This is an optimization exercise on Yosys and OpenROAD, whose aim is small area, a short achievable clock period and few clock cycles per item, not a production implementation. The RTL was checked by simulation tests, not by an equivalence proof against the original design. Power is estimated from default activity; no workload was simulated.

## cluster_finder
module cluster_finder (
    input  wire         clk,
    input  wire         rst,           
    input  wire [13:0]  cl_seed,       
    input  wire         in_valid,
    output wire         in_ready,
    input  wire [139:0] in_row,        
    input  wire [9:0]   in_miss,       
    input  wire [15:0]  in_cn,         
    input  wire [11:0]  in_addr,
    input  wire         in_ts_lost,
    input  wire         in_nsync,
    output wire         out_valid,
    input  wire         out_ready,
    output wire [191:0] out_frame
);
Size: about 7,000 cells after synthesis, ~940 flip-flops, about 390 I/O pins, ~58,000 um^2 of cells after synthesis.
clock: 20.0 ns
lec_check: 0
cap_margin: 20
core_margin: 2
core_utilization: 50
cts_cluster_diameter: 100
cts_cluster_size: 24
place_density: 0.65
slew_margin: 20
tns_end_percent: 0
standard.sh (not shown) runs the stock make flow with config.mk's settings and CLKGATE_MAP_FILE= SYNTH_SCRIPT=/design/flow/synth_recipe.tcl, a recipe that flattens the netlist after the stock synthesis.
==> flow/flow/run.sh <==
#!/bin/bash
# Own layout flow: the standard flow (standard.sh), with two changes.
#  1. Synthesis maps the logic with a delay-driven ABC script (flow/abc_speed.script)
#     and without Yosys's full-adder extraction, so that ABC sees whole logic cones.
#     Registers are mapped before ABC, exactly as in the standard synthesis.
#  2. Timing repair aims for a setup margin of SETUP_SLACK_MARGIN ns at the design's
#     clock period, so that repair works toward a shorter achieved period.
# Every tool's output goes to a log file in this folder (and ORFS's own logs under orfs/logs).
set -uo pipefail
HERE=$(pwd)
rm -rf "$HERE/scripts_own"
cp -r "$FLOW_HOME/scripts" "$HERE/scripts_own"
cp "$HERE/flow/abc_speed.script" "$HERE/scripts_own/abc_speed.script"
MARGIN=$(cat "$HERE/flow/margin.txt" 2>/dev/null || echo 14)
bash standard.sh SCRIPTS_DIR="$HERE/scripts_own" ADDER_MAP_FILE= SETUP_SLACK_MARGIN="$MARGIN" finish > "$HERE/standard_flow.log" 2>&1
status=$?
echo "standard.sh exit status $status" >> "$HERE/standard_flow.log"
exit $status
==> flow/flow/abc_speed.script <==
strash
dch
map -D 5000
topo
buffer -c
upsize -D 5000
dnsize -D 5000
stime -c
==> flow/flow/margin.txt <==
15
The starting point went through all stages and came out clean.
Testbench counts at the start, summed over its fixed seeds: cycles 3,240, frames 320.
Rerun with:
--- a/flow/design.v
+++ b/flow/design.v
@@ -98,27 +98,28 @@
     always @(*)
         for (i = 1; i < 9; i = i + 1) begin
             candx[i-1] = vt[i] & g[i] & ~g[i+1] & vn[i] & vne[i] & vnw[i];
             seedc[i-1] = candc[i-1] & ~vn[i] & ~vne[i-1] & ~vnw[i+1];
         end
     wire         own_x = (xidx != 4'd0) && (xidx != 4'd9);
     reg          cvalid, ceof;      
     reg          ovalid;
-    wire         lock   = ovalid | ceof;      
+    reg          cfin;              
+    wire         lock   = ovalid | ceof | cfin;      
     wire         last1  = ((pend & ~sel) == 8'd0);
     wire         iss    = ~lock & (pend != 8'd0);
     wire         iss_e  = ~lock & eofp & last1;
     wire         shift  = xv & done_r;
     wire [7:0]   pend_s = iss ? (pend & ~sel) : pend;       
     wire         eofp_s = eofp & ~iss_e;
     wire [7:0]   pend_n = shift ? seedc : pend_s;
     wire         eofp_n = shift ? (xidx == 4'd9) : eofp_s;
     wire [7:0]   sel_n  = low8(pend_n);
-    wire         lock_n = (ovalid & ~out_ready) | ceof | iss_e;
+    wire         lock_n = (ovalid & ~out_ready) | cfin | ceof | iss_e;
     wire         done_n = ((pend_n == 8'd0) & ~eofp_n)
                         | (~lock_n & ((pend_n & ~sel_n) == 8'd0));
     wire         xv_n   = rdy ? in_valid : 1'b1;
     wire [3:0]   xidx_n = rdy ? nidx : xidx;
     wire         ok_n   = done_n & ~((xidx_n == 4'd9) & lock_n);
     reg  [2:0]   q;
     reg  [13:0]  wn, wne, we, wse, ws, wsw, ww, wnw, wc;
     reg  [8:0]   wm;
@@ -198,18 +199,18 @@
         cln[0] = above[0] ? cdat : cl[0];
         for (i = 1; i < 6; i = i + 1)
             cln[i] = above[i] ? (above[i-1] ? cl[i-1] : cdat) : cl[i];
     end
     wire [2:0]   nseedn = (cvalid && nseed != 3'd7) ? nseed + 3'd1 : nseed;
     reg  [29:0]  hout;              
     reg          eout, oovf;
     reg  [15:0]  crc;
-    wire [175:0] bodyn = {hout[29:2], hout[1], eout, (nseedn == 3'd7), hout[0],
-                          cln[0], cln[1], cln[2], cln[3], cln[4], cln[5]};
+    wire [175:0] bodyn = {hout[29:2], hout[1], eout, oovf, hout[0],
+                          cl[0], cl[1], cl[2], cl[3], cl[4], cl[5]};
     wire [258:0] cx;
     assign cx[0] = bodyn[140] ^ bodyn[141];
     assign cx[1] = bodyn[66] ^ bodyn[109];
     assign cx[2] = bodyn[67] ^ bodyn[110];
     assign cx[3] = bodyn[142] ^ bodyn[143];
     assign cx[4] = bodyn[68] ^ bodyn[111];
     assign cx[5] = bodyn[69] ^ bodyn[112];
     assign cx[6] = bodyn[52] ^ bodyn[162];
@@ -516,42 +517,44 @@
             for (i = 0; i < 6; i = i + 1)
                 cl[i] <= 24'd0;
             nseed <= 3'd0;
         end else begin
             for (i = 0; i < 6; i = i + 1)
                 cl[i] <= cln[i];
             nseed <= nseedn;
         end
-        if (ceof) begin
-            crc  <= crcn;
+        if (ceof)
             oovf <= (nseedn == 3'd7);
-        end
+        if (cfin)
+            crc  <= crcn;
         if (rst) begin
             nidx   <= 4'd0;
             xv     <= 1'b0;
             candc  <= 8'd0;
             pend   <= 8'd0;
             sel    <= 8'd0;
             eofp   <= 1'b0;
             done_r <= 1'b1;
             cvalid <= 1'b0;
             ceof   <= 1'b0;
+            cfin   <= 1'b0;
             ovalid <= 1'b0;
             clr    <= 1'b1;
             rdy    <= 1'b1;
         end else begin
             if (take)
                 nidx <= (nidx == 4'd9) ? 4'd0 : nidx + 4'd1;
             xv     <= xv_n;
             if (shift)
                 candc <= own_x ? candx : 8'd0;
             pend   <= pend_n;
             eofp   <= eofp_n;
             done_r <= ok_n;
             rdy    <= ~xv_n | ok_n;
             cvalid <= iss;
             ceof   <= iss_e;
-            ovalid <= ceof | (ovalid & ~out_ready);
+            cfin   <= ceof;
+            ovalid <= cfin | (ovalid & ~out_ready);
             clr    <= ovalid & out_ready;
         end
     end
 endmodule
The new run finished clean.
Register-to-register slack improves by 0.12 ns.
Die area came out lower by 1.3%.
Count of clock-buffer cells in the layout came out higher by 7.
Final cell count came out lower by 2.6%.
Total power barely changes.
Global-route usage came out higher by 0.16 points.
Via count came out lower by 2.9%.
Core utilization came out lower by 1.0 points.
Maximum frequency came out lower by 1.1%.
Sequential share of layout area came out higher by 1.4 points.
Clock power hardly moves.
Routed wire length came out lower by 2.9%.
Sequential power stays flat.
Clock skew came out higher by 0.025 ns.
Testbench counts after the change, summed over its fixed seeds: cycles 3,282, frames 320.

==> what the ideal ports hide <==
Ports are ideal in the flow. The routed layouts listed here were re-timed in OpenROAD.
Step 1 (the two cells are an assumption about what drives the block):
set clk [get_ports {clk}]
set_driving_cell -lib_cell sky130_fd_sc_hd__clkbuf_16 $clk
set_driving_cell -lib_cell sky130_fd_sc_hd__buf_2 [delete_from_list [all_inputs] $clk]
Step 2 also shifts input and output timing later by t, the mid clock arrival at the registers, as if the neighbouring blocks saw the same clock.
a / b / c = no drivers / after step 1 / after step 2; a / b = the first two.
run	shift t [ns]	setup WS [ns]	hold WS [ns]	cell pins on the clock port's net
the first run	0.776	14.545 / 14.505 / 13.831	0.347 / 0.347 / 0.347	1
the second run	0.799	14.486 / 14.401 / 13.874	0.349 / 0.349 / 0.349	1
After both steps setup and hold are still met in every run listed. The setup slack of the first run, which loses most, moves by -0.040 ns with the drivers and by -0.714 ns with both steps.
